Background: an optimization exercise with open tools, aiming at small area, a short achievable clock period and few clock cycles per item. Do not read the settings as production practice. RTL that was checked went through simulation tests only; none was proved equivalent to the original. Power and IR drop assume default switching activity.

==> v20 <==
## photre_enc
module photre_enc (
    input  wire        clk,
    input  wire        rst,           
    input  wire        start,
    output wire        ready,         
    input  wire [6:0]  cfg_width,     
    input  wire [4:0]  cfg_rows,      
    input  wire [1:0]  cfg_depth,     
    input  wire [4:0]  cfg_q,         
    input  wire        cfg_mono,      
    input  wire        px_valid,
    output wire        px_ready,
    input  wire [15:0] px_data,
    output reg         out_valid,
    output reg  [31:0] out_data,
    output reg         out_last,
    output reg  [4:0]  out_k0,
    output reg  [15:0] out_nbits
);
export LEC_CHECK = 0
export CAP_MARGIN = 5
export CORE_MARGIN = 2
export CORE_UTILIZATION = 40
export CTS_BUF_LIST = sky130_fd_sc_hd__clkbuf_16
export CTS_CLUSTER_DIAMETER = 80
export CTS_CLUSTER_SIZE = 35
export SLEW_MARGIN = 5
create_clock -name core_clock -period 70.0 [get_ports {clk}]
standard.sh (not shown) runs the stock make flow with config.mk's settings and CLKGATE_MAP_FILE= SYNTH_SCRIPT=/design/flow/synth_recipe.tcl, a recipe that flattens the netlist after the stock synthesis.
==> flow/flow/run.sh <==
#!/bin/bash
# The standard layout (standard.sh), with plain buf_2 buffers on the ports
# in place of the delay buffers that buffer_ports picks by default.  The
# whole ORFS output goes to standard.log in the work folder.
set -euo pipefail
cd "$(dirname "$0")/.."
export BUFFER_PORTS_ARGS="-buffer_cell sky130_fd_sc_hd__buf_2"
bash standard.sh > standard.log 2>&1
==> inputs of v10, as changes to v20 <==
--- a/flow/design.v
+++ b/flow/design.v
@@ -255,21 +255,22 @@
             end
             dsteps = {rr, xx};
         end
     endfunction
     wire [15:0] xs0 = it_fl[F_CF] ? first : (d0 & maxv);
-    wire [20:0] ds0 = dsteps(5'd0, xs0, cQ, 15, 8);
+    wire [20:0] ds0 = dsteps(5'd0, xs0, cQ, 15, 9);
     wire [15:0] rpQ = chC >> rw;
     wire [4:0]  rpR = chC[4:0] & rmask;
     wire [NB-1:0] c0s = p2 ? T2 : T1;
-    wire [20:0]   ds1  = dsteps(y1, x1, cQ, 7, 0);
+    wire [20:0]   ds1  = dsteps(y1, x1, cQ, 8, 2);
     wire [NB-1:0] b1s  = f1[F_NOB] ? fP : T1;
     wire [1:0]    ccb  = cmp17(c1, b1s);
     wire          cgeb = ccb[1] | ccb[0];
     wire          cleb = ~ccb[1];
-    wire [15:0]   Qv = x2;
-    wire [4:0]    Rv = y2;
+    wire [20:0]   ds2 = dsteps(y2, x2, cQ, 1, 0);
+    wire [15:0]   Qv = f2[F_RP] ? x2 : ds2[15:0];
+    wire [4:0]    Rv = f2[F_RP] ? y2 : ds2[20:16];
     wire [NB-1:0] b2 = f2[F_NOB] ? fP : T2;
     wire [NB-1:0] a2 = p2 ? E2 : E1;
     wire [4:0]    am = a2[4:0] & rmask;
     wire [4:0]    bm = b2[4:0] & rmask;
     wire [4:0]    cm = c2[4:0] & rmask;
@@ -308,13 +309,13 @@
     assign rec = rneg ? {NB{1'b0}} : rovf ? mP : ruP;
     wire [NB-1:0] Psel = selB ? b2 : selC ? abc : a2;
     wire [15:0]   Qp   = Psel >> rw;
     wire [17:0]   qe   = {rneg, rneg | Qru[16], Qru[15:0]} - {2'b00, Qp};
     wire [16:0]   msym = {qe[15:0] ^ {16{qe[17]}}, qe[17]};
-    wire signed [6:0] mr0 = $signed({1'b0, y2, 1'b0}) - 7'sd1;
+    wire signed [6:0] mr0 = $signed({1'b0, Rv, 1'b0}) - 7'sd1;
     wire [4:0]  mRn = mr0[6] ? (cQ - 5'd1) : (mr0 >= $signed({2'b00, cQ})) ? (mr0[4:0] - cQ) : mr0[4:0];
-    wire [16:0] mQn = mr0[6] ? ({x2, 1'b0} - 17'd1) : (mr0 >= $signed({2'b00, cQ})) ? ({x2, 1'b0} + 17'd1) : {x2, 1'b0};
+    wire [16:0] mQn = mr0[6] ? ({Qv, 1'b0} - 17'd1) : (mr0 >= $signed({2'b00, cQ})) ? ({Qv, 1'b0} + 17'd1) : {Qv, 1'b0};
     wire ben = ~pkst_r;
     reg        r4v, r5v;
     reg [2:0]  f4;           
     reg [16:0] m4;
     reg  [22:0] sacc;             
@@ -460,11 +461,11 @@
             y2    <= f1[F_RP] ? y1 : ds1[20:16];
             c2    <= c1;
             cgeb2 <= cgeb;
             cleb2 <= cleb;
             if (f2[F_CF]) begin
-                fP <= pack({1'b0, x2}, y2, rw);
+                fP <= pack({1'b0, Qv}, Rv, rw);
                 mP <= pack(mQn, mRn, rw);
             end
         end
     end
     always @(posedge clk) begin
--- a/flow/config.mk
+++ b/flow/config.mk
@@ -5,10 +5,10 @@
 export SDC_FILE = /design/flow/constraint.sdc
 export NUM_CORES = 4
 export LEC_CHECK = 0
 export CAP_MARGIN = 5
 export CORE_MARGIN = 2
-export CORE_UTILIZATION = 40
+export CORE_UTILIZATION = 50
 export CTS_BUF_LIST = sky130_fd_sc_hd__clkbuf_16
 export CTS_CLUSTER_DIAMETER = 80
-export CTS_CLUSTER_SIZE = 35
+export CTS_CLUSTER_SIZE = 30
 export SLEW_MARGIN = 5
==> inputs of v35, as changes to v20 <==
--- a/flow/design.v
+++ b/flow/design.v
@@ -255,21 +255,22 @@
             end
             dsteps = {rr, xx};
         end
     endfunction
     wire [15:0] xs0 = it_fl[F_CF] ? first : (d0 & maxv);
-    wire [20:0] ds0 = dsteps(5'd0, xs0, cQ, 15, 8);
+    wire [20:0] ds0 = dsteps(5'd0, xs0, cQ, 15, 9);
     wire [15:0] rpQ = chC >> rw;
     wire [4:0]  rpR = chC[4:0] & rmask;
     wire [NB-1:0] c0s = p2 ? T2 : T1;
-    wire [20:0]   ds1  = dsteps(y1, x1, cQ, 7, 0);
+    wire [20:0]   ds1  = dsteps(y1, x1, cQ, 8, 2);
     wire [NB-1:0] b1s  = f1[F_NOB] ? fP : T1;
     wire [1:0]    ccb  = cmp17(c1, b1s);
     wire          cgeb = ccb[1] | ccb[0];
     wire          cleb = ~ccb[1];
-    wire [15:0]   Qv = x2;
-    wire [4:0]    Rv = y2;
+    wire [20:0]   ds2 = dsteps(y2, x2, cQ, 1, 0);
+    wire [15:0]   Qv = f2[F_RP] ? x2 : ds2[15:0];
+    wire [4:0]    Rv = f2[F_RP] ? y2 : ds2[20:16];
     wire [NB-1:0] b2 = f2[F_NOB] ? fP : T2;
     wire [NB-1:0] a2 = p2 ? E2 : E1;
     wire [4:0]    am = a2[4:0] & rmask;
     wire [4:0]    bm = b2[4:0] & rmask;
     wire [4:0]    cm = c2[4:0] & rmask;
@@ -308,13 +309,13 @@
     assign rec = rneg ? {NB{1'b0}} : rovf ? mP : ruP;
     wire [NB-1:0] Psel = selB ? b2 : selC ? abc : a2;
     wire [15:0]   Qp   = Psel >> rw;
     wire [17:0]   qe   = {rneg, rneg | Qru[16], Qru[15:0]} - {2'b00, Qp};
     wire [16:0]   msym = {qe[15:0] ^ {16{qe[17]}}, qe[17]};
-    wire signed [6:0] mr0 = $signed({1'b0, y2, 1'b0}) - 7'sd1;
+    wire signed [6:0] mr0 = $signed({1'b0, Rv, 1'b0}) - 7'sd1;
     wire [4:0]  mRn = mr0[6] ? (cQ - 5'd1) : (mr0 >= $signed({2'b00, cQ})) ? (mr0[4:0] - cQ) : mr0[4:0];
-    wire [16:0] mQn = mr0[6] ? ({x2, 1'b0} - 17'd1) : (mr0 >= $signed({2'b00, cQ})) ? ({x2, 1'b0} + 17'd1) : {x2, 1'b0};
+    wire [16:0] mQn = mr0[6] ? ({Qv, 1'b0} - 17'd1) : (mr0 >= $signed({2'b00, cQ})) ? ({Qv, 1'b0} + 17'd1) : {Qv, 1'b0};
     wire ben = ~pkst_r;
     reg        r4v, r5v;
     reg [2:0]  f4;           
     reg [16:0] m4;
     reg  [22:0] sacc;             
@@ -404,11 +405,11 @@
     wire [6:0]  x_pr   = fadv ? nx_x  : x;
     wire        in_nx  = ((ph_pr == PH_P1) | (ph_pr == PH_NM)) & (x_pr < cW);
     wire        r0v_pr = pxr_r | (r0v & ~consume);
     wire        cons_pr = in_nx & aligned_pr & ~pkst_nx;
     wire        inact_pr = in_act & ~(pxr_r & in_last);
-    wire        pxr_nx = ~rst & ~srst & ((inact_pr & (~r0v_pr | cons_pr)) | act);
+    wire        pxr_nx = ~rst & ~srst & inact_pr & (~r0v_pr | cons_pr);
     wire        rdy_nx = ~rst & ~srst & ~inact_pr & ~acc_start & (ph_pr == PH_IDLE);
     always @(posedge clk) begin
         pxr_r   <= pxr_nx;
         ready_r <= rdy_nx;
     end
@@ -460,11 +461,11 @@
             y2    <= f1[F_RP] ? y1 : ds1[20:16];
             c2    <= c1;
             cgeb2 <= cgeb;
             cleb2 <= cleb;
             if (f2[F_CF]) begin
-                fP <= pack({1'b0, x2}, y2, rw);
+                fP <= pack({1'b0, Qv}, Rv, rw);
                 mP <= pack(mQn, mRn, rw);
             end
         end
     end
     always @(posedge clk) begin
==> flow/run.sh (new file) <==
#!/bin/bash
# synth_recipe.tcl (not shown) runs the flow's synth.tcl, then flattens the netlist and writes it again
# the make line also repeats each setting of config.mk as NAME=value (left out here)
make -C /OpenROAD-flow-scripts/flow DESIGN_CONFIG=/design/flow/config.mk WORK_HOME=/design/flow/orfs CLKGATE_MAP_FILE= SYNTH_SCRIPT=/design/flow/synth_recipe.tcl finish
==> flow/config.mk (replaced) <==
export PLATFORM = sky130hd
export DESIGN_NAME = photre_enc
export DESIGN_NICKNAME = photre_enc
export VERILOG_FILES = /design/flow/design.v
export SDC_FILE = /design/flow/constraint.sdc
export NUM_CORES = 4
export LEC_CHECK = 0
export CAP_MARGIN = 20
export CORE_MARGIN = 2
export CORE_UTILIZATION = 40
export CTS_BUF_LIST = sky130_fd_sc_hd__clkbuf_8
export CTS_CLUSTER_DIAMETER = 50
export CTS_CLUSTER_SIZE = 16
export SLEW_MARGIN = 20
removed: flow/flow/run.sh
removed: flow/standard.sh
==> comparison <==
- In sequential power, v10 and v20 hardly differ.
- Design area: v35 > v20 > v10.
- Fmax, highest first: v10, v20, v35.
- Non-clock buffer count, lowest first: v20, v10, v35.
Testbench counts of v20, summed over its fixed seeds: cycles 102,241, pixels 98,304.
Testbench counts of v10, summed over its fixed seeds: cycles 102,241, pixels 98,304.
The RTL of v35 was laid out without a check of its function.

-- what the ideal ports hide --
The flow's constraints put no driver on any port. The routed layouts listed below were extracted and timed again, unchanged, in two steps.
Step 1 assumes that a clkbuf_16 drives the clock port and a buf_2 every other input.
Step 2 also shifts input and output timing later by t, the mid clock arrival at the registers, as if the neighbouring blocks saw the same clock.
Three values: no drivers, after step 1, after step 2; two values: the first two.
| run | t, ns | slack for setup (ns) | worst setup path after step 2 | clock arrival spread, ns |
|---|---|---|---|---|
| v20 | 0.855 | 54.141 / 54.141 / 54.141 | register to register | 0.076 / 0.076 |
| v10 | 0.873 | 54.521 / 54.440 / 54.342 | input to register | 0.082 / 0.083 |
| v35 | 1.044 | 54.014 / 53.928 / 53.756 | input to register | 0.071 / 0.071 |
After both steps every run listed still meets setup and hold. For v35, which loses most, drivers alone change the setup slack by -0.086 ns; drivers and shift together by -0.258 ns.
